Context: an optimization exercise on an open-source flow, tuned for small area, a short achievable clock period and few clock cycles. The choices shown serve that exercise and are no tape-out recipe. At most, simulation tests tie the RTL to the original design; equivalence was not proved.

==> job 1110 <==
==> flow/design.v <==
module s4_rcp (
    input  wire        clk,
    input  wire        rst,
    input  wire        start,
    input  wire [31:0] a,
    output reg         ready,
    output reg         done,
    output wire [31:0] r,
    output reg         dom
);
    reg         busy;        
    reg         nld;         
    reg         first;       
    reg  [4:0]  count;       
    reg  [30:0] dn;          
    reg  [30:0] rem;         
    reg         nb;          
    reg         fdom;        
    reg  [30:0] z;           
    wire [31:0] s  = {rem, nb};
    wire [32:0] t  = {1'b0, s} + {2'b11, dn} + 33'd1;    
    wire        q  = ~t[32];
    assign r = {1'b0, z};
    wire        in_dom = a[31] | (a[30:25] == 6'd0);
    wire        k30 = ~a[31] & a[30];
    wire        k29 = ~a[31] & ~a[30] & a[29];
    wire        k28 = ~a[31] & ~a[30] & ~a[29] & a[28];
    wire        k27 = ~a[31] & ~a[30] & ~a[29] & ~a[28] & a[27];
    wire        k26 = ~(k30 | k29 | k28 | k27);         
    wire [4:0]  p0  = k30 ? 5'd26 : k29 ? 5'd27 : k28 ? 5'd28 : k27 ? 5'd29 : 5'd30;
    wire [30:0] r0  = ({31{k30}} & {2'b01, 26'd0, 1'b1, a[29:28]})    
                    | ({31{k29}} & {3'b001, 27'd0, 1'b1})             
                    | ({31{k28}} & {4'b0001, 27'd0})                  
                    | ({31{k27}} & {5'b00001, 26'd0})                 
                    | ({31{k26}} & {6'b000001, 25'd0});               
    wire        b0  = (k30 & a[27]) | (k29 & a[28]);                  
    wire        last   = (count == 5'd0);
    wire        accept = ready & start;
    wire        busy_n = accept | (busy & ~last);
    wire        rdy_n  = ~busy_n | (~accept & (count == 5'd1));
    always @(posedge clk) begin
        if (rst) begin
            busy  <= 1'b0;
            ready <= 1'b1;
            nld   <= 1'b0;
            done  <= 1'b0;
        end else begin
            busy  <= busy_n;
            ready <= rdy_n;
            nld   <= ~rdy_n;
            done  <= busy & last;
        end
    end
    always @(posedge clk) begin
        first <= ~nld;
        z     <= {z[29:4], z[3:0] & {4{~first}}, q | fdom};
        dom   <= fdom;
        rem <= q ? (nld ? t[30:0] : r0) : (nld ? s[30:0] : r0);
        if (nld) begin
            count <= count - 5'd1;
            nb    <= ~dn[count];
        end else begin
            count <= p0;
            dn    <= ~a[30:0];
            nb    <= b0;
            fdom  <= in_dom;
        end
    end
endmodule
==> flow/flow/run.sh <==
#!/bin/bash
# Standard layout, with two changes to how it is made:
#  - ports are buffered with buf_2 cells rather than the delay buffers
#    buffer_ports picks by default;
#  - timing repair aims for more setup slack than the 10 ns clock needs.
set -euo pipefail
export BUFFER_PORTS_ARGS="-buffer_cell sky130_fd_sc_hd__buf_2"
export SETUP_SLACK_MARGIN=${MARGIN:-7.2}
bash standard.sh > flow_make.log 2>&1
==> flow/standard.sh <==
#!/bin/bash
# synth_recipe.tcl (not shown) runs the flow's synth.tcl, then flattens the netlist and writes it again
# the make line also repeats each setting of config.mk as NAME=value (left out here)
make -C /OpenROAD-flow-scripts/flow DESIGN_CONFIG=/design/flow/config.mk WORK_HOME=/design/flow/orfs CLKGATE_MAP_FILE= SYNTH_SCRIPT=/design/flow/synth_recipe.tcl "${@:-finish}"
==> flow/config.mk <==
export PLATFORM = sky130hd
export DESIGN_NAME = s4_rcp
export DESIGN_NICKNAME = s4_rcp
export VERILOG_FILES = /design/flow/design.v
export SDC_FILE = /design/flow/constraint.sdc
export NUM_CORES = 4
export LEC_CHECK = 0
export CAP_MARGIN = 20
export CORE_MARGIN = 2
export CORE_UTILIZATION = 40
export SLEW_MARGIN = 20
==> flow/constraint.sdc <==
create_clock -name core_clock -period 10.0 [get_ports {clk}]
set_input_delay 2.0000 -clock core_clock [delete_from_list [all_inputs] [get_ports {clk}]]
set_output_delay 2.0000 -clock core_clock [all_outputs]
set_load 0.01 [all_outputs]
==> job 9517 (differences from job 1110) <==
--- a/flow/design.v
+++ b/flow/design.v
@@ -12,14 +12,15 @@
     reg         nld;         
     reg         first;       
     reg  [4:0]  count;       
-    reg  [30:0] dn;          
+    reg  [30:0] d;           
     reg  [30:0] rem;         
+    reg         qf;          
     reg         nb;          
     reg         fdom;        
     reg  [30:0] z;           
     wire [31:0] s  = {rem, nb};
-    wire [32:0] t  = {1'b0, s} + {2'b11, dn} + 33'd1;    
-    wire        q  = ~t[32];
+    wire [31:0] t  = s + ({1'b0, d} ^ {32{qf}}) + {31'd0, qf};
+    wire        q  = ~t[31];
     assign r = {1'b0, z};
     wire        in_dom = a[31] | (a[30:25] == 6'd0);
     wire        k30 = ~a[31] & a[30];
@@ -55,13 +56,16 @@
         first <= ~nld;
         z     <= {z[29:4], z[3:0] & {4{~first}}, q | fdom};
         dom   <= fdom;
-        rem <= q ? (nld ? t[30:0] : r0) : (nld ? s[30:0] : r0);
         if (nld) begin
             count <= count - 5'd1;
-            nb    <= ~dn[count];
+            rem   <= t[30:0];
+            qf    <= q;
+            nb    <= d[count];
         end else begin
             count <= p0;
-            dn    <= ~a[30:0];
+            d     <= a[30:0];
+            rem   <= r0;
+            qf    <= 1'b1;
             nb    <= b0;
             fdom  <= in_dom;
         end
==> job 5629 (differences from job 1110) <==
==> flow/design.v (replaced) <==
module s4_rcp (
    input  wire        clk,
    input  wire        rst,
    input  wire        start,
    input  wire [31:0] a,
    output reg         ready,
    output reg         done,
    output wire [31:0] r,
    output reg         dom
);
    reg  [4:0]  count;       
    reg  [30:0] d;           
    reg  [30:0] rem;         
    reg  [30:0] z;           
    wire [31:0] s  = {rem, z[30]};
    wire [32:0] t  = {1'b0, s} - {2'b00, d};
    wire        q  = ~t[32];
    wire [30:0] rn = q ? t[30:0] : s[30:0];
    assign r = {1'b0, z};
    wire        in_dom = a[31] | (a[30:25] == 6'd0);
    always @(posedge clk) begin
        if (rst) begin
            ready <= 1'b1;
            done  <= 1'b0;
        end else if (ready) begin
            ready <= ~(start & ~in_dom);
            done  <= start & in_dom;
        end else begin
            ready <= (count == 5'd0);
            done  <= (count == 5'd0);
        end
    end
    always @(posedge clk) begin
        if (ready) begin
            count <= 5'd30;                          
            d     <= a[30:0];
            rem   <= 31'h0200_0000;                  
            z     <= {1'b0, a[30:1]} | {31{in_dom}};
            dom   <= in_dom;
        end else begin
            count <= count - 5'd1;
            rem   <= rn;
            z     <= {z[29:0], q};
            dom   <= 1'b0;
        end
    end
endmodule
==> flow/run.sh (new file) <==
#!/bin/bash
# synth_recipe.tcl (not shown) runs the flow's synth.tcl, then flattens the netlist and writes it again
# the make line also repeats each setting of config.mk as NAME=value (left out here)
make -C /OpenROAD-flow-scripts/flow DESIGN_CONFIG=/design/flow/config.mk WORK_HOME=/design/flow/orfs CLKGATE_MAP_FILE= SYNTH_SCRIPT=/design/flow/synth_recipe.tcl finish
removed: flow/flow/run.sh
removed: flow/standard.sh
==> results.yml <==
floorplan:
  initial_core_util_pct: 40.5
  die_w_um: 119
run_status:
  status: "complete, no violations"
cells_and_area:
  area_growth_pct: 22.1
  fin_nets: 651
synth:
  seq_area_frac_synth_pct: 46.2
  synthTopCellsByCount: "dfxtp_1, nand2_1, nor2_1, xor2_1, a21oi_1"
timing:
  fin_crit_sh_pct: 28.2
  fmax_mhz: 354
route:
  wl_met2_mm: 6.24
setup_path:
  critical_path.max_stage_delay_ps: 360
  reg2reg_depth: 10
worst_hold_path:
  min_to: "z[8]$_DFF_P_"
(the above is from job 9517)
==> results.yml <==
run_status:
  status: "complete, no violations"
synth:
  synthTopCellsByCount: "dfxtp_1, inv_1, nor2_1, ha_1, edfxtp_1"
  seq_area_frac_synth_pct: 45.5
cells_and_area:
  fin_nets: 673
  area_growth_pct: 23.9
route:
  wl_met2_mm: 6.08
worst_hold_path:
  min_to: "z[14]$_DFF_P_"
setup_path:
  reg2reg_depth: 13
timing:
  fmax_mhz: 347
(the above is from job 1110)
==> results.yml <==
floorplan:
  die_w_um: 118
synth:
  synthTopCellsByCount: "nor2_1, dfxtp_1, a21oi_1, inv_1, ha_1"
  seq_area_frac_synth_pct: 44.7
setup_path:
  critical_path.max_stage_delay_ps: 790
  reg2reg_depth: 12
run_status:
  status: "complete, no violations"
worst_hold_path:
  min_to: "count[0]$_SDFF_PP0_"
cells_and_area:
  fin_nets: 686
timing:
  fin_crit_sh_pct: 38.0
(the above is from job 5629)
Testbench counts of job 9517, summed over its fixed seeds: cycles 89,369.
Only the layout flow was run in job 1110 and job 5629; the RTL was not checked for function there.

## re-timing with driven ports
In the flow no input, the clock included, has a driving cell. The finished layouts below were timed again as built, in two steps.
Step 1 sets driving cells, clkbuf_16 on the clock port and buf_2 on the other inputs (assumed; they add their load-dependent delay and slew).
Step 2 adds t to the input delays and takes it off the output delays; t is the mean of the earliest and latest rising clock arrival at the registers after step 1. Input paths then give back, and output paths get back, about the clock's delay inside the block.
a / b / c = ideal ports / drivers / drivers and shift; a / b = the first two.
run | t, ns | setup slack, ns | hold WS [ns] | slew at the worst register clock pin (ns)
job 1110 | 0.386 | 7.115 / 7.115 / 6.886 | 0.359 / 0.359 / 0.359 | 0.07 / 0.07
job 9517 | 0.395 | 7.178 / 7.139 / 6.959 | 0.356 / 0.356 / 0.356 | 0.08 / 0.08
job 5629 | 0.383 | 6.195 / 6.158 / 6.299 | 0.461 / 0.461 / 0.461 | 0.07 / 0.07
After both steps every run listed still meets setup and hold. The setup slack of job 1110, which loses most, moves by 0.000 ns with the drivers and by -0.229 ns with both steps.
